From an optimization exercise on the open Yosys and OpenROAD flow, aimed at small area, a short achievable clock period and few clock cycles per item; shortcuts taken in it are not production practice. RTL that was checked went through simulation tests only; none was proved equivalent to the original.

==> job 1979 <==
Design amihel_muldiv, start of the top module:
module amihel_muldiv (
    input  wire        clk,
    input  wire        rst,         
    input  wire        req_valid,
    output wire        req_ready,
    input  wire [3:0]  req_fn,
    input  wire [63:0] req_a,
    input  wire [63:0] req_b,
    output reg         res_valid,
    output wire [63:0] res
);
clock: 8.0 ns
lec_check: 0
cap_margin: 20
core_margin: 2
core_utilization: 40
setup_slack_margin: 3.25
slew_margin: 20
run.sh (not shown) runs the stock make flow with config.mk's settings and CLKGATE_MAP_FILE= SYNTH_SCRIPT=/design/flow/synth_recipe.tcl, a recipe that flattens the netlist after the stock synthesis.
==> job 938 (differences from job 1979) <==
--- a/flow/design.v
+++ b/flow/design.v
@@ -31,12 +31,16 @@
     reg          na, nb;             
     reg          pa, pb;             
     reg          bz;                 
     reg [6:0]    cnt;
     reg [6:0]    ba, bb;             
+    reg          rq;                 
+    reg          rw;                 
     assign req_ready = (state == ST_IDLE);
-    assign res = S[63:0];
+    wire [31:0] res_lo = rq ? Q[31:0] : S[31:0];
+    wire [31:0] res_hi = rw ? {32{res_lo[31]}} : (rq ? Q[63:32] : S[63:32]);
+    assign res = {res_hi, res_lo};
     wire        r_div    = req_fn[2] | req_fn[3];
     wire        r_w      = req_fn[3] | (req_fn == 4'd3);
     wire        r_dsgn   = r_div & ~req_fn[0];
     wire        r_sext   = r_w & (~r_div | ~req_fn[0]);      
     wire [63:0] a_ext    = r_w ? {{32{r_sext & req_a[31]}}, req_a[31:0]} : req_a;
@@ -105,10 +109,27 @@
             if (xa[k]) bits_a = k + 1;
             if (xb[k]) bits_b = k + 1;
         end
     end
     wire [7:0]  dbits = {1'b0, ba} - {1'b0, bb};
+    wire [63:0] ma = a_ext ^ {64{a_ext[63]}};
+    wire [63:0] mb = b_ext ^ {64{b_ext[63]}};
+    wire [7:0]  nza, nzb;
+    genvar g;
+    generate
+        for (g = 0; g < 8; g = g + 1) begin : bytes
+            assign nza[g] = |ma[8*g+7:8*g];
+            assign nzb[g] = |mb[8*g+7:8*g];
+        end
+    endgenerate
+    reg r_swap;
+    integer h;
+    always @(*) begin
+        r_swap = 1'b0;
+        for (h = 0; h < 8; h = h + 1)
+            if (nzb[h] && !(|(nza >> h))) r_swap = 1'b1;
+    end
     wire [6:0]  sft   = (dbits[7] | bz) ? 7'd0 : (dbits[6:0] + {6'd0, dbits[0]});
     always @(posedge clk) begin
         if (rst) begin
             state     <= ST_IDLE;
             res_valid <= 1'b0;
@@ -118,10 +139,12 @@
             case (state)
                 ST_IDLE: begin
                     begin xen <= 1'b0; xinv <= 1'b0; ym <= 1'b0; yc <= 1'b0; yq <= 1'b0; yinv <= 1'b0; cin <= 1'b0; end
                     if (req_valid) begin
                         wop   <= r_w;
+                    rq    <= 1'b0;
+                    rw    <= 1'b0;
                         isrem <= req_fn[1];
                         hmode <= ~r_div & (req_fn[0] ^ req_fn[1]);
                         qprev <= 1'b0;
                         nprev <= 1'b0;
                         cnt   <= 7'd8;
@@ -137,16 +160,23 @@
                             ba    <= bits_a + {6'd0, r_na};
                             bb    <= bits_b;
                             bz    <= ~|b_ext;
                             if (r_na) begin xen <= 1'b1; xinv <= 1'b1; ym <= 1'b0; yc <= 1'b0; yq <= 1'b0; yinv <= 1'b0; cin <= 1'b1; end
                             else if (r_nb) begin xen <= 1'b0; xinv <= 1'b0; ym <= 1'b1; yc <= 1'b0; yq <= 1'b0; yinv <= 1'b1; cin <= 1'b1; end
+                            else begin xen <= 1'b1; xinv <= 1'b0; ym <= 1'b1; yc <= 1'b0; yq <= 1'b0; yinv <= 1'b1; cin <= 1'b1; end
                             state <= (r_na | r_nb) ? ST_NEG : ST_SHIFT;
                         end else begin
                             S     <= {W{1'b0}};
-                            M     <= {1'b0, ~r_uns & a_ext[63], a_ext};
-                            Q     <= b_ext;
-                            qfill <= ~r_uns & b_ext[63];
+                            if (r_swap & ~(req_fn[1] ^ req_fn[0])) begin
+                                M     <= {{2{b_ext[63]}}, b_ext};
+                                Q     <= a_ext;
+                                qfill <= a_ext[63];
+                            end else begin
+                                M     <= {1'b0, ~r_uns & a_ext[63], a_ext};
+                                Q     <= b_ext;
+                                qfill <= ~r_uns & b_ext[63];
+                            end
                             na    <= 1'b0;
                             nb    <= 1'b0;
                             state <= ST_MUL;
                         end
                     end
@@ -175,36 +205,44 @@
                         S  <= {{(W-64){1'b0}}, asum[63:0]};
                         pa <= 1'b0;
                         if (pb) begin xen <= 1'b0; xinv <= 1'b0; ym <= 1'b1; yc <= 1'b0; yq <= 1'b0; yinv <= 1'b1; cin <= 1'b1; end
                         else begin
                             state <= ST_SHIFT;
-                            begin xen <= 1'b0; xinv <= 1'b0; ym <= 1'b0; yc <= 1'b0; yq <= 1'b0; yinv <= 1'b0; cin <= 1'b0; end
+                            begin xen <= 1'b1; xinv <= 1'b0; ym <= 1'b1; yc <= 1'b0; yq <= 1'b0; yinv <= 1'b1; cin <= 1'b1; end
                         end
                     end else begin
                         M  <= {2'b00, asum[63:0]};
                         pb <= 1'b0;
                         state <= ST_SHIFT;
-                        begin xen <= 1'b0; xinv <= 1'b0; ym <= 1'b0; yc <= 1'b0; yq <= 1'b0; yinv <= 1'b0; cin <= 1'b0; end
-                    end
-                end
-                ST_SHIFT: begin
-                    M     <= M << sft;
-                    cnt   <= sft;
-                    state <= ST_DIV;
-                    begin xen <= 1'b1; xinv <= 1'b0; ym <= 1'b1; yc <= 1'b0; yq <= 1'b0; yinv <= 1'b1; cin <= 1'b1; end
-                end
-                ST_DIV: begin
-                    if (fits) S <= {{(W-64){1'b0}}, asum[63:0]};
-                    Q     <= {Q[62:0], fits};
-                    M     <= {1'b0, M[65:1]};
-                    cnt   <= cnt - 7'd1;
-                    if (cnt == 7'd0) begin
-                        state <= ST_FIND;
-                        xen  <= isrem; xinv <= isrem & negres;
-                        ym   <= 1'b0; yc <= 1'b0;
-                        yq   <= ~isrem; yinv <= ~isrem & negres;
-                        cin  <= negres;
+                        begin xen <= 1'b1; xinv <= 1'b0; ym <= 1'b1; yc <= 1'b0; yq <= 1'b0; yinv <= 1'b1; cin <= 1'b1; end
+                    end
+                end
+                ST_SHIFT, ST_DIV: begin
+                    if (state == ST_SHIFT && sft != 7'd0) begin
+                        M     <= M << sft;
+                        cnt   <= sft;
+                        state <= ST_DIV;
+                    end else begin
+                        if (fits) S <= {{(W-64){1'b0}}, asum[63:0]};
+                        Q     <= {Q[62:0], fits};
+                        M     <= {1'b0, M[65:1]};
+                        cnt   <= cnt - 7'd1;
+                        if (state == ST_SHIFT || cnt == 7'd0) begin
+                            if (!negres) begin
+                                state     <= ST_IDLE;
+                                res_valid <= 1'b1;
+                                rq        <= ~isrem;
+                                rw        <= wop;
+                                begin xen <= 1'b0; xinv <= 1'b0; ym <= 1'b0; yc <= 1'b0; yq <= 1'b0; yinv <= 1'b0; cin <= 1'b0; end
+                            end else begin
+                                state <= ST_FIND;
+                                xen  <= isrem; xinv <= isrem & negres;
+                                ym   <= 1'b0; yc <= 1'b0;
+                                yq   <= ~isrem; yinv <= ~isrem & negres;
+                                cin  <= negres;
+                            end
+                        end
                     end
                 end
                 ST_FIND: begin
                     S[63:0]   <= aout;
                     res_valid <= 1'b1;
==> job 2319 (differences from job 1979) <==
--- a/flow/design.v
+++ b/flow/design.v
@@ -11,11 +11,12 @@
 );
     localparam W = 75;               
     localparam ST_IDLE  = 3'd0;
     localparam ST_MUL   = 3'd1;
     localparam ST_FINM  = 3'd2;
-    localparam ST_NEG   = 3'd3;
+    localparam ST_LZ    = 3'd3;
+    localparam ST_NEG2  = 3'd4;
     localparam ST_SHIFT = 3'd5;
     localparam ST_DIV   = 3'd6;
     localparam ST_FIND  = 3'd7;
     reg [2:0]    state;
     reg [W-1:0]  S;                  
@@ -30,11 +31,11 @@
     reg          isrem;
     reg          na, nb;             
     reg          pa, pb;             
     reg          bz;                 
     reg [6:0]    cnt;
-    reg [6:0]    ba, bb;             
+    reg [6:0]    sft;
     assign req_ready = (state == ST_IDLE);
     assign res = S[63:0];
     wire        r_div    = req_fn[2] | req_fn[3];
     wire        r_w      = req_fn[3] | (req_fn == 4'd3);
     wire        r_dsgn   = r_div & ~req_fn[0];
@@ -90,26 +91,25 @@
     wire [63:0] ax = ({64{xen}} & S[63:0]) ^ {64{xinv}};
     wire [63:0] ay = (({64{ym}} & M[63:0]) | ({64{yc}} & C[63:0]) | ({64{yq}} & Q)) ^ {64{yinv}};
     wire [64:0] asum = {1'b0, ax} + {1'b0, ay} + {64'd0, cin};
     wire        fits = asum[64] & ~|M[65:64];
     wire [63:0] aout = wop ? {{32{asum[31]}}, asum[31:0]} : asum[63:0];
-    wire        r_na = r_dsgn & a_ext[63];
-    wire        r_nb = r_dsgn & b_ext[63];
-    wire [63:0] xa = a_ext ^ {64{r_na}};
-    wire [63:0] xb = b_ext ^ {64{r_nb}};
-    reg  [6:0]  bits_a, bits_b;
+    wire [63:0] xs = S[63:0] ^ {64{na}};
+    wire [63:0] xm = M[63:0] ^ {64{nb}};
+    reg  [6:0]  bits_s, bits_m;
     integer k;
     always @(*) begin
-        bits_a = 7'd0;
-        bits_b = 7'd0;
+        bits_s = 7'd0;
+        bits_m = 7'd0;
         for (k = 0; k < 64; k = k + 1) begin
-            if (xa[k]) bits_a = k + 1;
-            if (xb[k]) bits_b = k + 1;
+            if (xs[k]) bits_s = k + 1;
+            if (xm[k]) bits_m = k + 1;
         end
     end
-    wire [7:0]  dbits = {1'b0, ba} - {1'b0, bb};
-    wire [6:0]  sft   = (dbits[7] | bz) ? 7'd0 : (dbits[6:0] + {6'd0, dbits[0]});
+    wire [7:0]  dbits = {1'b0, bits_s} + {7'd0, na} - {1'b0, bits_m};
+    wire [6:0]  sft_n = (dbits[7] | bz_n) ? 7'd0 : (dbits[6:0] + {6'd0, dbits[0]});
+    wire        bz_n  = ~|M[63:0];
     always @(posedge clk) begin
         if (rst) begin
             state     <= ST_IDLE;
             res_valid <= 1'b0;
             begin xen <= 1'b0; xinv <= 1'b0; ym <= 1'b0; yc <= 1'b0; yq <= 1'b0; yinv <= 1'b0; cin <= 1'b0; end
@@ -128,20 +128,17 @@
                         C     <= {W{1'b0}};
                         if (r_div) begin
                             S     <= {{(W-64){1'b0}}, a_ext};
                             M     <= {{2{r_dsgn & b_ext[63]}}, b_ext};
                             Q     <= 64'd0;
-                            na    <= r_na;
-                            nb    <= r_nb;
-                            pa    <= r_na;
-                            pb    <= r_nb;
-                            ba    <= bits_a + {6'd0, r_na};
-                            bb    <= bits_b;
-                            bz    <= ~|b_ext;
-                            if (r_na) begin xen <= 1'b1; xinv <= 1'b1; ym <= 1'b0; yc <= 1'b0; yq <= 1'b0; yinv <= 1'b0; cin <= 1'b1; end
-                            else if (r_nb) begin xen <= 1'b0; xinv <= 1'b0; ym <= 1'b1; yc <= 1'b0; yq <= 1'b0; yinv <= 1'b1; cin <= 1'b1; end
-                            state <= (r_na | r_nb) ? ST_NEG : ST_SHIFT;
+                            na    <= r_dsgn & a_ext[63];
+                            nb    <= r_dsgn & b_ext[63];
+                            pa    <= r_dsgn & a_ext[63];
+                            pb    <= r_dsgn & b_ext[63];
+                            if (r_dsgn & a_ext[63]) begin xen <= 1'b1; xinv <= 1'b1; ym <= 1'b0; yc <= 1'b0; yq <= 1'b0; yinv <= 1'b0; cin <= 1'b1; end
+                            else if (r_dsgn & b_ext[63]) begin xen <= 1'b0; xinv <= 1'b0; ym <= 1'b1; yc <= 1'b0; yq <= 1'b0; yinv <= 1'b1; cin <= 1'b1; end
+                            state <= ST_LZ;
                         end else begin
                             S     <= {W{1'b0}};
                             M     <= {1'b0, ~r_uns & a_ext[63], a_ext};
                             Q     <= b_ext;
                             qfill <= ~r_uns & b_ext[63];
@@ -168,25 +165,35 @@
                     S[63:0]   <= aout;
                     res_valid <= 1'b1;
                     state     <= ST_IDLE;
                     begin xen <= 1'b0; xinv <= 1'b0; ym <= 1'b0; yc <= 1'b0; yq <= 1'b0; yinv <= 1'b0; cin <= 1'b0; end
                 end
-                ST_NEG: begin
+                ST_LZ: begin
+                    sft <= sft_n;
+                    bz  <= bz_n;
                     if (pa) begin
                         S  <= {{(W-64){1'b0}}, asum[63:0]};
                         pa <= 1'b0;
-                        if (pb) begin xen <= 1'b0; xinv <= 1'b0; ym <= 1'b1; yc <= 1'b0; yq <= 1'b0; yinv <= 1'b1; cin <= 1'b1; end
-                        else begin
+                        if (pb) begin
+                            state <= ST_NEG2;
+                            begin xen <= 1'b0; xinv <= 1'b0; ym <= 1'b1; yc <= 1'b0; yq <= 1'b0; yinv <= 1'b1; cin <= 1'b1; end
+                        end else begin
                             state <= ST_SHIFT;
                             begin xen <= 1'b0; xinv <= 1'b0; ym <= 1'b0; yc <= 1'b0; yq <= 1'b0; yinv <= 1'b0; cin <= 1'b0; end
                         end
                     end else begin
-                        M  <= {2'b00, asum[63:0]};
+                        if (pb) M <= {2'b00, asum[63:0]};
                         pb <= 1'b0;
                         state <= ST_SHIFT;
                         begin xen <= 1'b0; xinv <= 1'b0; ym <= 1'b0; yc <= 1'b0; yq <= 1'b0; yinv <= 1'b0; cin <= 1'b0; end
                     end
+                end
+                ST_NEG2: begin
+                    M     <= {2'b00, asum[63:0]};
+                    pb    <= 1'b0;
+                    state <= ST_SHIFT;
+                    begin xen <= 1'b0; xinv <= 1'b0; ym <= 1'b0; yc <= 1'b0; yq <= 1'b0; yinv <= 1'b0; cin <= 1'b0; end
                 end
                 ST_SHIFT: begin
                     M     <= M << sft;
                     cnt   <= sft;
                     state <= ST_DIV;
- ABC_CLOCK_PERIOD_IN_PS: default -> 3500
- SETUP_SLACK_MARGIN: 3.25 -> 4.0
==> summary.txt <==
XOR/XNOR share of the synthesized area: job 938 8.97%; job 2319 9.61%; job 1979 9.31%
Hpwl dp: job 938 172 mm; job 2319 163 mm; job 1979 169 mm
Top cell type's share of synthesized area: job 938 20.4%; job 2319 21.1%; job 1979 21.0%
Count of plain and timing-repair buffers: job 938 529; job 2319 766; job 1979 440
Critical path peak fanout: job 938 8; job 2319 5; job 1979 8
Buffering overhead: job 938 10.4%; job 2319 15.3%; job 1979 8.62%
Placed cells: job 938 6658; job 2319 6091; job 1979 6278
Run status: job 938 no timing/DRC/antenna violations; job 2319 no timing/DRC/antenna violations; job 1979 no timing/DRC/antenna violations
FF+latch count, synth: job 938 323; job 2319 313; job 1979 321
# resized after CTS: job 938 240; job 2319 633; job 1979 71
Effective utilization at floorplan: job 938 40.2%; job 2319 40.2%; job 1979 40.5%
Met2 WL: job 938 101 mm; job 2319 97.7 mm; job 1979 95.3 mm
R2R cell count: job 938 22; job 2319 19; job 1979 17
Number of standard cells in the layout, taps in and fillers out: job 938 6958; job 2319 6587; job 1979 6516
Die height: job 938 343 um; job 2319 332 um; job 1979 337 um
Number of detailed-route iterations in the first pass: job 938 8; job 2319 14; job 1979 13
Filler cell count in the final layout: job 938 10.9k; job 2319 9468; job 1979 10.7k
Finished Core Util: job 938 48.0%; job 2319 52.7%; job 1979 46.3%
Critical path launch point: job 938 Q[0]; job 2319 ym; job 1979 Q[0]
Count of buffer and inverter cells on the critical path: job 938 6; job 2319 6; job 1979 3
Synthesized area per cell: job 938 8.63 sq um; job 2319 8.74 sq um; job 1979 8.79 sq um
DR WL met3: job 938 40.0 mm; job 2319 43.5 mm; job 1979 37.7 mm
Testbench counts of job 1979, summed over its fixed seeds: cycles 28,952, ops 3,200.
Testbench counts of job 938, summed over its fixed seeds: cycles 25,934, ops 3,200.
Function not checked in job 2319: the RTL went through the layout flow alone.

re-timing with driven ports:
In the flow no input, the clock included, has a driving cell. The finished layouts below were timed again as built, in two steps.
Step 1: set_driving_cell puts a clkbuf_16 on clk and a buf_2 on each other input, an assumption about the parent block.
Step 2 moves the port delays by t, midway between the first and last clock arrival at a register: inputs arrive t later, outputs are due t later. That takes back most of the time a late clock gives input paths.
a / b / c = ideal ports / drivers / drivers and shift; a / b = the first two.
| run | t, ns | slack for setup (ns) | latest minus earliest clock arrival (ns) | worst data-port slew with drivers (ns) | cell pins on the clock port's net |
|---|---|---|---|---|---|
| job 1979 | 0.734 | 3.184 / 3.184 / 2.619 | 0.039 / 0.039 | 0.21 | 1 |
| job 938 | 0.736 | 2.859 / 2.859 / 2.429 | 0.060 / 0.059 | 0.06 | 1 |
| job 2319 | 0.753 | 2.918 / 2.918 / 2.918 | 0.047 / 0.048 | 0.08 | 1 |
After both steps every run listed still meets setup and hold. For job 1979, which loses most, drivers alone change the setup slack by 0.000 ns; drivers and shift together by -0.565 ns.
